Context: an optimization exercise on an open-source flow, tuned for small area. The choices shown serve that exercise and are no tape-out recipe. The RTL was checked by simulation tests, not by an equivalence proof against the original design. Power figures rest on the tool's default switching activity, not on a simulated workload.

==> 05-20 <==
Design tim_servo, start of the top module:
module tim_servo (
    input  wire        clk,
    input  wire        rst,
    input  wire [1:0]  mode,         
    input  wire        step_en,
    input  wire [5:0]  kp,           
    input  wire [5:0]  ki,           
    input  wire [31:0] step_thr,     
    input  wire [31:0] clamp_ppb,    
    input  wire [15:0] lock_thr,     
    input  wire [7:0]  lock_n,       
    input  wire [31:0] bias,         
    input  wire        freeze,       
    input  wire        no_step,      
    input  wire        inc_wr,
    input  wire [63:0] inc_wdata,
    input  wire        step_wr,
    input  wire [63:0] step_wdata,
    input  wire        sample_valid,
    input  wire [63:0] sample_off,
    output wire [31:0] tim_ns,
    output wire [31:0] tim_wrap,
    output wire [63:0] tim_inc,
    output wire        clamped,
    output wire        locked,
    output wire        evt_wrap,
    output wire        evt_step,
    output wire [31:0] step_count,
    output wire [31:0] step_rej,
    output wire [31:0] sample_count,
    output wire [31:0] last_step
);
clock: 20.0 ns
lec_check: 0
cap_margin: 20
core_margin: 2
core_utilization: 40
slew_margin: 20
run.sh (not shown) runs the stock make flow with config.mk's settings and CLKGATE_MAP_FILE= SYNTH_SCRIPT=/design/flow/synth_recipe.tcl, a recipe that flattens the netlist after the stock synthesis.
==> 04-28 (differences from 05-20) <==
--- a/flow/design.v
+++ b/flow/design.v
@@ -59,18 +59,17 @@
     reg  [3:0]  iprev;
     reg         nb;            
     reg         uc1, uc2;      
     reg         ufits;         
     reg         us24;          
     reg         usign;         
     reg  [18:0] xq;            
     reg  [2:0]  ccnt;          
-    reg  [44:0] macc;
-    reg  [23:0] c_q;           
+    reg  [44:0] macc;          
     genvar gi;
     wire manual   = (mode == 2'd0) || (mode == 2'd3);
     wire assisted = (mode == 2'd2);
     wire pend     = (pcnt != 7'd0);
     wire intake   = sample_valid && !pend;
     wire apply    = (pcnt == 7'd64);
     wire sv_apply = apply && !manual;
     wire upd      = !manual && !(assisted && freeze);
@@ -144,17 +143,18 @@
         else if (heq1)  uneg = 1'b0;
         else if (heqm1) uneg = !(!isgn & c32);
         else            uneg = hneg;
     end
     wire        absgt_s = hneg ? (!heqm1 | !ssum[4]) : (!heq0 | gts_n);
     wire        absgt_l = hneg ? (!heqm1 | !lsum[4]) : (!heq0 | gtl_n);
     wire        negwin = svstep && (pcnt >= 7'd17) && (pcnt <= 7'd32);
     wire [4:0]  nsum   = {1'b0, ~oh} + {4'd0, (pcnt == 7'd17) | nc};
-    wire [3:0]  tail   = negwin ? nsum[3:0] : oh;
+    wire        uxfer  = pend && !manual && !svstep && (pcnt >= 7'd37) && (pcnt <= 7'd43);
+    wire [3:0]  tail   = negwin ? nsum[3:0] : uxfer ? macc[20:17] : oh;
     wire [63:0] ring_delta = {ring[3:0], ring[63:4]};
     wire [6:0]  sst    = {3'd0, kp[5:2]} + 7'd12;            
     wire [6:0]  kdiff  = pcnt - sst;                          
     wire        uwin   = pend && (pcnt >= sst) && (pcnt <= 7'd36);
     wire        ufirst = (pcnt == sst);
     wire [3:0]  ptap   = (pcnt < 7'd19) ? 4'd0 : (pcnt > 7'd34) ? {4{hs}} : ring[59:56];
     wire [7:0]  pwin   = {ptap, pprev};
     wire [3:0]  pdig   = pwin >> kp[1:0];
@@ -179,17 +179,19 @@
     wire        cin2   = ufirst ? 1'b1 : uc2;
     wire [3:0]  xs     = bdig ^ pn ^ in_;
     wire [3:0]  xc     = (bdig & pn) | (bdig & in_) | (pn & in_);
     wire [4:0]  usum   = {1'b0, xs} + {xc[2:0], cin1} + {4'd0, cin2};
     wire [3:0]  udig   = usum[3:0];
     wire        chg    = (xq != clamp_ppb[18:0]);
     wire        crun   = (ccnt != 3'd5);
     wire [6:0]  bk     = pcnt - sst + 7'd10;                   
-    wire        brun   = pend && (pcnt + 7'd10 >= sst) && (bk <= 7'd16);
+    wire        brun   = pend && !manual && (pcnt + 7'd10 >= sst) && (bk <= 7'd16);
+    wire        mxfer  = pend && !manual && (pcnt >= 7'd37) && (pcnt <= 7'd43);
+    wire        crestart = chg || (rst && pend && !manual) || (pend && !manual && (pcnt == 7'd43));
     wire [19:0] bt;
     wire [18:0] babs;
     assign bt[0] = bias[31];
     generate
         for (gi = 0; gi < 19; gi = gi + 1) begin : bneg
             wire x = bias[gi] ^ bias[31];
             assign babs[gi]  = x ^ bt[gi];
             assign bt[gi+1]  = x & bt[gi];
@@ -202,17 +204,17 @@
         case (dsel)
             3'd0: md = xsrc[3:0];
             3'd1: md = xsrc[7:4];
             3'd2: md = xsrc[11:8];
             3'd3: md = xsrc[15:12];
             default: md = xsrc[19:16];
         endcase
     end
-    wire        mdig   = brun ? (bk <= 7'd4) : 1'b1;
+    wire        mdig   = brun ? (bk <= 7'd4) : !mxfer;
     reg  [48:0] mk;
     always @(*) begin
         case (mdig ? md : 4'd0)
             4'd0: mk = 49'd0;
             4'd1: mk = 49'd18889465931480;
             4'd2: mk = 49'd37778931862960;
             4'd3: mk = 49'd56668397794440;
             4'd4: mk = 49'd75557863725920;
@@ -225,36 +227,36 @@
             4'd11: mk = 49'd207784125246280;
             4'd12: mk = 49'd226673591177760;
             4'd13: mk = 49'd245563057109240;
             4'd14: mk = 49'd264452523040720;
             4'd15: mk = 49'd283341988972200;
             default: mk = 49'd0;
         endcase
     end
-    wire        mclr   = brun ? (bk == 7'd0) : (ccnt == 3'd0);
+    wire        mclr   = brun ? (bk == 7'd0) : !mxfer && (ccnt == 3'd0);
     wire [47:0] msum0;
     wire [6:0]  mbc;
     ts_cia #(.W(48), .B(8)) u_madd (.a(mclr ? 48'd0 : {3'd0, macc}), .b(mk[47:0]), .ci(1'b0), .s(msum0), .bc(mbc));
     wire [48:0] msum   = {mk[48] ^ mbc[6], msum0};
     wire [44:0] mnext  = msum[48:4];
-    wire [23:0] cc     = c_q;
+    wire [23:0] cc     = macc[43:20];
     wire [24:0] cor;
     assign cor[0] = 1'b0;
     generate
         for (gi = 0; gi < 24; gi = gi + 1) begin : ngc
             assign cor[gi+1] = cor[gi] | cc[gi];
         end
     endgenerate
     wire [24:0] negc   = {cor[24], cc ^ cor[23:0]};
     wire        whi0   = (inc_wdata[63:35] == 29'd0);
     wire        wfits  = whi0 && (inc_wdata[34] ? (inc_wdata[33:24] == 10'd0) : (inc_wdata[33:24] == 10'h3FF));
     wire [24:0] wd25   = {~inc_wdata[34], inc_wdata[23:0]};
     wire        wneg   = whi0 && !inc_wdata[34];
-    wire [24:0] u25    = macc[41:17];
+    wire [24:0] u25    = ring[44:20];
     wire [24:0] xv     = sv_apply ? u25 : wd25;
     wire        xfits  = sv_apply ? ufits : wfits;
     wire        xneg   = sv_apply ? usign : wneg;
     wire [24:0] cb1, cb2;
     assign cb1[0] = 1'b0;
     assign cb2[0] = 1'b1;
     generate
         for (gi = 0; gi < 24; gi = gi + 1) begin : cmpc
@@ -303,23 +305,23 @@
                              d_neg_big ? 32'h8000_0001 : step_delta[31:0];
     wire [31:0] scnt_n, rcnt_n, mcnt_n;
     ts_inc #(.W(32), .B(8)) u_c1 (.a(step_count_q),   .ci(step_ok && !(&step_count_q)),           .s(scnt_n), .bc());
     ts_inc #(.W(32), .B(8)) u_c2 (.a(step_rej_q),     .ci(step_req && step_neg && !(&step_rej_q)), .s(rcnt_n), .bc());
     ts_inc #(.W(32), .B(8)) u_c3 (.a(sample_count_q), .ci(intake && !(&sample_count_q)),          .s(mcnt_n), .bc());
     wire [7:0]  run_inc    = (run_q == 8'hFF) ? run_q : run_q + 8'd1;
     always @(posedge clk) begin
         xq <= clamp_ppb[18:0];
-        if (rst || chg) begin
+        if (crestart) begin
             ccnt <= 3'd0;
-        end else if (crun && !brun) begin
+        end else if (crun && !brun && !mxfer) begin
             ccnt <= ccnt + 3'd1;
             macc <= mnext;
-            if (ccnt == 3'd4)
-                c_q <= mnext[43:20];
+        end else if (mxfer) begin
+            macc <= mnext;
         end else if (brun) begin
             if (bk >= 7'd10)
                 macc <= {udig, mnext[40:0]};
             else
                 macc <= mnext;
         end
         if (intake)
             ring <= sample_off;
==> flow/flow/run.sh (new file) <==
#!/bin/bash
set -euo pipefail
bash standard.sh "BUFFER_PORTS_ARGS=-buffer_cell sky130_fd_sc_hd__buf_1" finish > make_finish.log 2>&1
==> flow/standard.sh (new file) <==
#!/bin/bash
# synth_recipe.tcl (not shown) runs the flow's synth.tcl, then flattens the netlist and writes it again
# the make line also repeats each setting of config.mk as NAME=value (left out here)
make -C /OpenROAD-flow-scripts/flow DESIGN_CONFIG=/design/flow/config.mk WORK_HOME=/design/flow/orfs CLKGATE_MAP_FILE= SYNTH_SCRIPT=/design/flow/synth_recipe.tcl "${@:-finish}"
- CORE_UTILIZATION: 40 -> 65
removed: flow/run.sh
==> 07-05 (differences from 05-20) <==
--- a/flow/design.v
+++ b/flow/design.v
@@ -25,17 +25,17 @@
     output wire        locked,
     output wire        evt_wrap,
     output wire        evt_step,
     output wire [31:0] step_count,
     output wire [31:0] step_rej,
     output wire [31:0] sample_count,
     output wire [31:0] last_step
 );
-    localparam [44:0] K8 = 45'd18889465931480;
+    localparam [41:0] KU = 42'd2361183241435;
     reg  [95:0] acc;           
     reg  [24:0] inc_q;         
     reg         clamped_q;
     reg  [7:0]  run_q;
     reg         locked_q;
     reg         evt_wrap_q;
     reg         evt_step_q;
     reg  [31:0] step_count_q;
@@ -59,18 +59,17 @@
     reg  [3:0]  iprev;
     reg         nb;            
     reg         uc1, uc2;      
     reg         ufits;         
     reg         us24;          
     reg         usign;         
     reg  [18:0] xq;            
     reg  [2:0]  ccnt;          
-    reg  [44:0] macc;
-    reg  [23:0] c_q;           
+    reg  [41:0] macc;          
     genvar gi;
     wire manual   = (mode == 2'd0) || (mode == 2'd3);
     wire assisted = (mode == 2'd2);
     wire pend     = (pcnt != 7'd0);
     wire intake   = sample_valid && !pend;
     wire apply    = (pcnt == 7'd64);
     wire sv_apply = apply && !manual;
     wire upd      = !manual && !(assisted && freeze);
@@ -144,17 +143,18 @@
         else if (heq1)  uneg = 1'b0;
         else if (heqm1) uneg = !(!isgn & c32);
         else            uneg = hneg;
     end
     wire        absgt_s = hneg ? (!heqm1 | !ssum[4]) : (!heq0 | gts_n);
     wire        absgt_l = hneg ? (!heqm1 | !lsum[4]) : (!heq0 | gtl_n);
     wire        negwin = svstep && (pcnt >= 7'd17) && (pcnt <= 7'd32);
     wire [4:0]  nsum   = {1'b0, ~oh} + {4'd0, (pcnt == 7'd17) | nc};
-    wire [3:0]  tail   = negwin ? nsum[3:0] : oh;
+    wire        uxfer  = pend && !manual && !svstep && (pcnt >= 7'd37) && (pcnt <= 7'd43);
+    wire [3:0]  tail   = negwin ? nsum[3:0] : uxfer ? macc[17:14] : oh;
     wire [63:0] ring_delta = {ring[3:0], ring[63:4]};
     wire [6:0]  sst    = {3'd0, kp[5:2]} + 7'd12;            
     wire [6:0]  kdiff  = pcnt - sst;                          
     wire        uwin   = pend && (pcnt >= sst) && (pcnt <= 7'd36);
     wire        ufirst = (pcnt == sst);
     wire [3:0]  ptap   = (pcnt < 7'd19) ? 4'd0 : (pcnt > 7'd34) ? {4{hs}} : ring[59:56];
     wire [7:0]  pwin   = {ptap, pprev};
     wire [3:0]  pdig   = pwin >> kp[1:0];
@@ -165,31 +165,33 @@
     wire        ilast  = (dd7[2:0] == 3'd7);
     wire [3:0]  iovr   = ovneg ? (ilast ? 4'h8 : 4'h0) : (ilast ? 4'h7 : 4'hF);
     wire [3:0]  ihead  = ov ? iovr : ig[3:0];
     wire [3:0]  icur   = ibef ? 4'd0 : iin ? ihead : {4{ig[31]}};
     wire [7:0]  iwin   = {icur, iprev};
     wire [3:0]  idig   = iwin >> ki[1:0];
     wire        ishift = pend && iin;
     wire        sb     = assisted && bias[31];
-    wire [3:0]  braw   = (kdiff < 7'd6) ? macc[3:0] : 4'd0;
+    wire [3:0]  braw   = (kdiff < 7'd6) ? macc[4:1] : 4'd0;
     wire [4:0]  bsum   = {1'b0, braw ^ {4{sb}}} + {4'd0, ufirst ? sb : nb};
     wire [3:0]  bdig   = bsum[3:0];
     wire [3:0]  pn     = ~pdig;
     wire [3:0]  in_    = ~idig;
     wire        cin1   = ufirst ? 1'b1 : uc1;
     wire        cin2   = ufirst ? 1'b1 : uc2;
     wire [3:0]  xs     = bdig ^ pn ^ in_;
     wire [3:0]  xc     = (bdig & pn) | (bdig & in_) | (pn & in_);
     wire [4:0]  usum   = {1'b0, xs} + {xc[2:0], cin1} + {4'd0, cin2};
     wire [3:0]  udig   = usum[3:0];
     wire        chg    = (xq != clamp_ppb[18:0]);
     wire        crun   = (ccnt != 3'd5);
-    wire [6:0]  bk     = pcnt - sst + 7'd10;                   
-    wire        brun   = pend && (pcnt + 7'd10 >= sst) && (bk <= 7'd16);
+    wire [6:0]  bk     = pcnt - sst + 7'd9;                    
+    wire        brun   = pend && !manual && (pcnt + 7'd9 >= sst) && (bk <= 7'd15);
+    wire        mxfer  = pend && !manual && (pcnt >= 7'd37) && (pcnt <= 7'd43);
+    wire        crestart = chg || (rst && pend && !manual) || (pend && !manual && (pcnt == 7'd43));
     wire [19:0] bt;
     wire [18:0] babs;
     assign bt[0] = bias[31];
     generate
         for (gi = 0; gi < 19; gi = gi + 1) begin : bneg
             wire x = bias[gi] ^ bias[31];
             assign babs[gi]  = x ^ bt[gi];
             assign bt[gi+1]  = x & bt[gi];
@@ -202,59 +204,58 @@
         case (dsel)
             3'd0: md = xsrc[3:0];
             3'd1: md = xsrc[7:4];
             3'd2: md = xsrc[11:8];
             3'd3: md = xsrc[15:12];
             default: md = xsrc[19:16];
         endcase
     end
-    wire        mdig   = brun ? (bk <= 7'd4) : 1'b1;
-    reg  [48:0] mk;
+    wire        mdig   = brun ? (bk <= 7'd4) : !mxfer;
+    reg  [45:0] mk;
     always @(*) begin
         case (mdig ? md : 4'd0)
-            4'd0: mk = 49'd0;
-            4'd1: mk = 49'd18889465931480;
-            4'd2: mk = 49'd37778931862960;
-            4'd3: mk = 49'd56668397794440;
-            4'd4: mk = 49'd75557863725920;
-            4'd5: mk = 49'd94447329657400;
-            4'd6: mk = 49'd113336795588880;
-            4'd7: mk = 49'd132226261520360;
-            4'd8: mk = 49'd151115727451840;
-            4'd9: mk = 49'd170005193383320;
-            4'd10: mk = 49'd188894659314800;
-            4'd11: mk = 49'd207784125246280;
-            4'd12: mk = 49'd226673591177760;
-            4'd13: mk = 49'd245563057109240;
-            4'd14: mk = 49'd264452523040720;
-            4'd15: mk = 49'd283341988972200;
-            default: mk = 49'd0;
+            4'd0: mk = 46'd0;
+            4'd1: mk = 46'd2361183241435;
+            4'd2: mk = 46'd4722366482870;
+            4'd3: mk = 46'd7083549724305;
+            4'd4: mk = 46'd9444732965740;
+            4'd5: mk = 46'd11805916207175;
+            4'd6: mk = 46'd14167099448610;
+            4'd7: mk = 46'd16528282690045;
+            4'd8: mk = 46'd18889465931480;
+            4'd9: mk = 46'd21250649172915;
+            4'd10: mk = 46'd23611832414350;
+            4'd11: mk = 46'd25973015655785;
+            4'd12: mk = 46'd28334198897220;
+            4'd13: mk = 46'd30695382138655;
+            4'd14: mk = 46'd33056565380090;
+            4'd15: mk = 46'd35417748621525;
+            default: mk = 46'd0;
         endcase
     end
-    wire        mclr   = brun ? (bk == 7'd0) : (ccnt == 3'd0);
+    wire        mclr   = brun ? (bk == 7'd0) : !mxfer && (ccnt == 3'd0);
     wire [47:0] msum0;
     wire [6:0]  mbc;
-    ts_cia #(.W(48), .B(8)) u_madd (.a(mclr ? 48'd0 : {3'd0, macc}), .b(mk[47:0]), .ci(1'b0), .s(msum0), .bc(mbc));
-    wire [48:0] msum   = {mk[48] ^ mbc[6], msum0};
-    wire [44:0] mnext  = msum[48:4];
-    wire [23:0] cc     = c_q;
+    ts_cia #(.W(48), .B(8)) u_madd (.a(mclr ? 48'd0 : {6'd0, macc}), .b({2'd0, mk}), .ci(1'b0), .s(msum0), .bc(mbc));
+    wire [41:0] mnext  = msum0[45:4];
+    wire [23:0] cc     = macc[40:17];
     wire [24:0] cor;
     assign cor[0] = 1'b0;
     generate
         for (gi = 0; gi < 24; gi = gi + 1) begin : ngc
             assign cor[gi+1] = cor[gi] | cc[gi];
         end
     endgenerate
     wire [24:0] negc   = {cor[24], cc ^ cor[23:0]};
     wire        whi0   = (inc_wdata[63:35] == 29'd0);
     wire        wfits  = whi0 && (inc_wdata[34] ? (inc_wdata[33:24] == 10'd0) : (inc_wdata[33:24] == 10'h3FF));
     wire [24:0] wd25   = {~inc_wdata[34], inc_wdata[23:0]};
     wire        wneg   = whi0 && !inc_wdata[34];
-    wire [24:0] u25    = macc[41:17];
+    wire [24:0] u25    = ring[44:20];
     wire [24:0] xv     = sv_apply ? u25 : wd25;
     wire        xfits  = sv_apply ? ufits : wfits;
     wire        xneg   = sv_apply ? usign : wneg;
     wire [24:0] cb1, cb2;
     assign cb1[0] = 1'b0;
     assign cb2[0] = 1'b1;
     generate
         for (gi = 0; gi < 24; gi = gi + 1) begin : cmpc
@@ -303,26 +304,26 @@
                              d_neg_big ? 32'h8000_0001 : step_delta[31:0];
     wire [31:0] scnt_n, rcnt_n, mcnt_n;
     ts_inc #(.W(32), .B(8)) u_c1 (.a(step_count_q),   .ci(step_ok && !(&step_count_q)),           .s(scnt_n), .bc());
     ts_inc #(.W(32), .B(8)) u_c2 (.a(step_rej_q),     .ci(step_req && step_neg && !(&step_rej_q)), .s(rcnt_n), .bc());
     ts_inc #(.W(32), .B(8)) u_c3 (.a(sample_count_q), .ci(intake && !(&sample_count_q)),          .s(mcnt_n), .bc());
     wire [7:0]  run_inc    = (run_q == 8'hFF) ? run_q : run_q + 8'd1;
     always @(posedge clk) begin
         xq <= clamp_ppb[18:0];
-        if (rst || chg) begin
+        if (crestart) begin
             ccnt <= 3'd0;
-        end else if (crun && !brun) begin
+        end else if (crun && !brun && !mxfer) begin
             ccnt <= ccnt + 3'd1;
             macc <= mnext;
-            if (ccnt == 3'd4)
-                c_q <= mnext[43:20];
+        end else if (mxfer) begin
+            macc <= mnext;
         end else if (brun) begin
-            if (bk >= 7'd10)
-                macc <= {udig, mnext[40:0]};
+            if (bk >= 7'd9)
+                macc <= {udig, mnext[37:0]};
             else
                 macc <= mnext;
         end
         if (intake)
             ring <= sample_off;
         else
             ring <= {tail, ring[63:4]};
         if (rst) begin
==> flow/flow/run.sh (new file) <==
#!/bin/bash
set -euo pipefail
bash standard.sh "BUFFER_PORTS_ARGS=-buffer_cell sky130_fd_sc_hd__buf_1" finish > make_finish.log 2>&1
==> flow/standard.sh (new file) <==
#!/bin/bash
# synth_recipe.tcl (not shown) runs the flow's synth.tcl, then flattens the netlist and writes it again
# the make line also repeats each setting of config.mk as NAME=value (left out here)
make -C /OpenROAD-flow-scripts/flow DESIGN_CONFIG=/design/flow/config.mk WORK_HOME=/design/flow/orfs CLKGATE_MAP_FILE= SYNTH_SCRIPT=/design/flow/synth_recipe.tcl "${@:-finish}"
- ABC_AREA: default -> 1
- CORE_UTILIZATION: 40 -> 65
- CTS_CLUSTER_DIAMETER: default -> 45
- CTS_CLUSTER_SIZE: default -> 30
removed: flow/run.sh
==> summary of the runs <==
The lowest die area belongs to 07-05, the highest to 05-20.
Of 05-20 and 07-05, 07-05 has the higher final cell count (gap 3.4%, measured against 07-05).
Between 04-28 and 07-05, the lower critical path depth is in 04-28 (gap 28).
Against 04-28, the non-clock buffer count of 05-20 is lower by 2.
Total power: 04-28 < 07-05 < 05-20.
Against 05-20, the core utilization of 04-28 is higher by 23 points.
The lowest global-route usage belongs to 05-20, the highest to 07-05.
In 05-20 the fmax is larger than in 04-28, by 13%.
Via count, lowest first: 05-20, 04-28, 07-05.
Hold slack: 07-05 > 04-28 > 05-20.
The lowest register-to-register slack belongs to 07-05, the highest to 05-20.

## static timing again, ports no longer ideal
No port has a modelled driver above. Below, the same layouts with a new extraction and two added sets of constraints.
Step 1: set_driving_cell puts a clkbuf_16 on clk and a buf_2 on each other input, an assumption about the parent block.
Step 2 adds t to the input delays and takes it off the output delays; t is the mean of the earliest and latest rising clock arrival at the registers after step 1. Input paths then give back, and output paths get back, about the clock's delay inside the block.
Three values: ideal ports, drivers, drivers and shift; two values: the first two.
| run | t, ns | setup WS [ns] | worst hold slack (ns) | clock arrival spread, ns |
|---|---|---|---|---|
| 05-20 | 0.699 | 3.984 / 4.013 / 3.331 | 0.434 / 0.434 / 0.434 | 0.045 / 0.045 |
| 04-28 | 0.660 | 1.959 / 1.959 / 1.959 | 0.444 / 0.444 / 0.444 | 0.022 / 0.022 |
| 07-05 | 0.673 | 1.816 / 1.816 / 1.816 | 0.447 / 0.447 / 0.447 | 0.033 / 0.033 |
After both steps every run listed still meets setup and hold. For 05-20, which loses most, drivers alone change the setup slack by +0.029 ns; drivers and shift together by -0.653 ns.
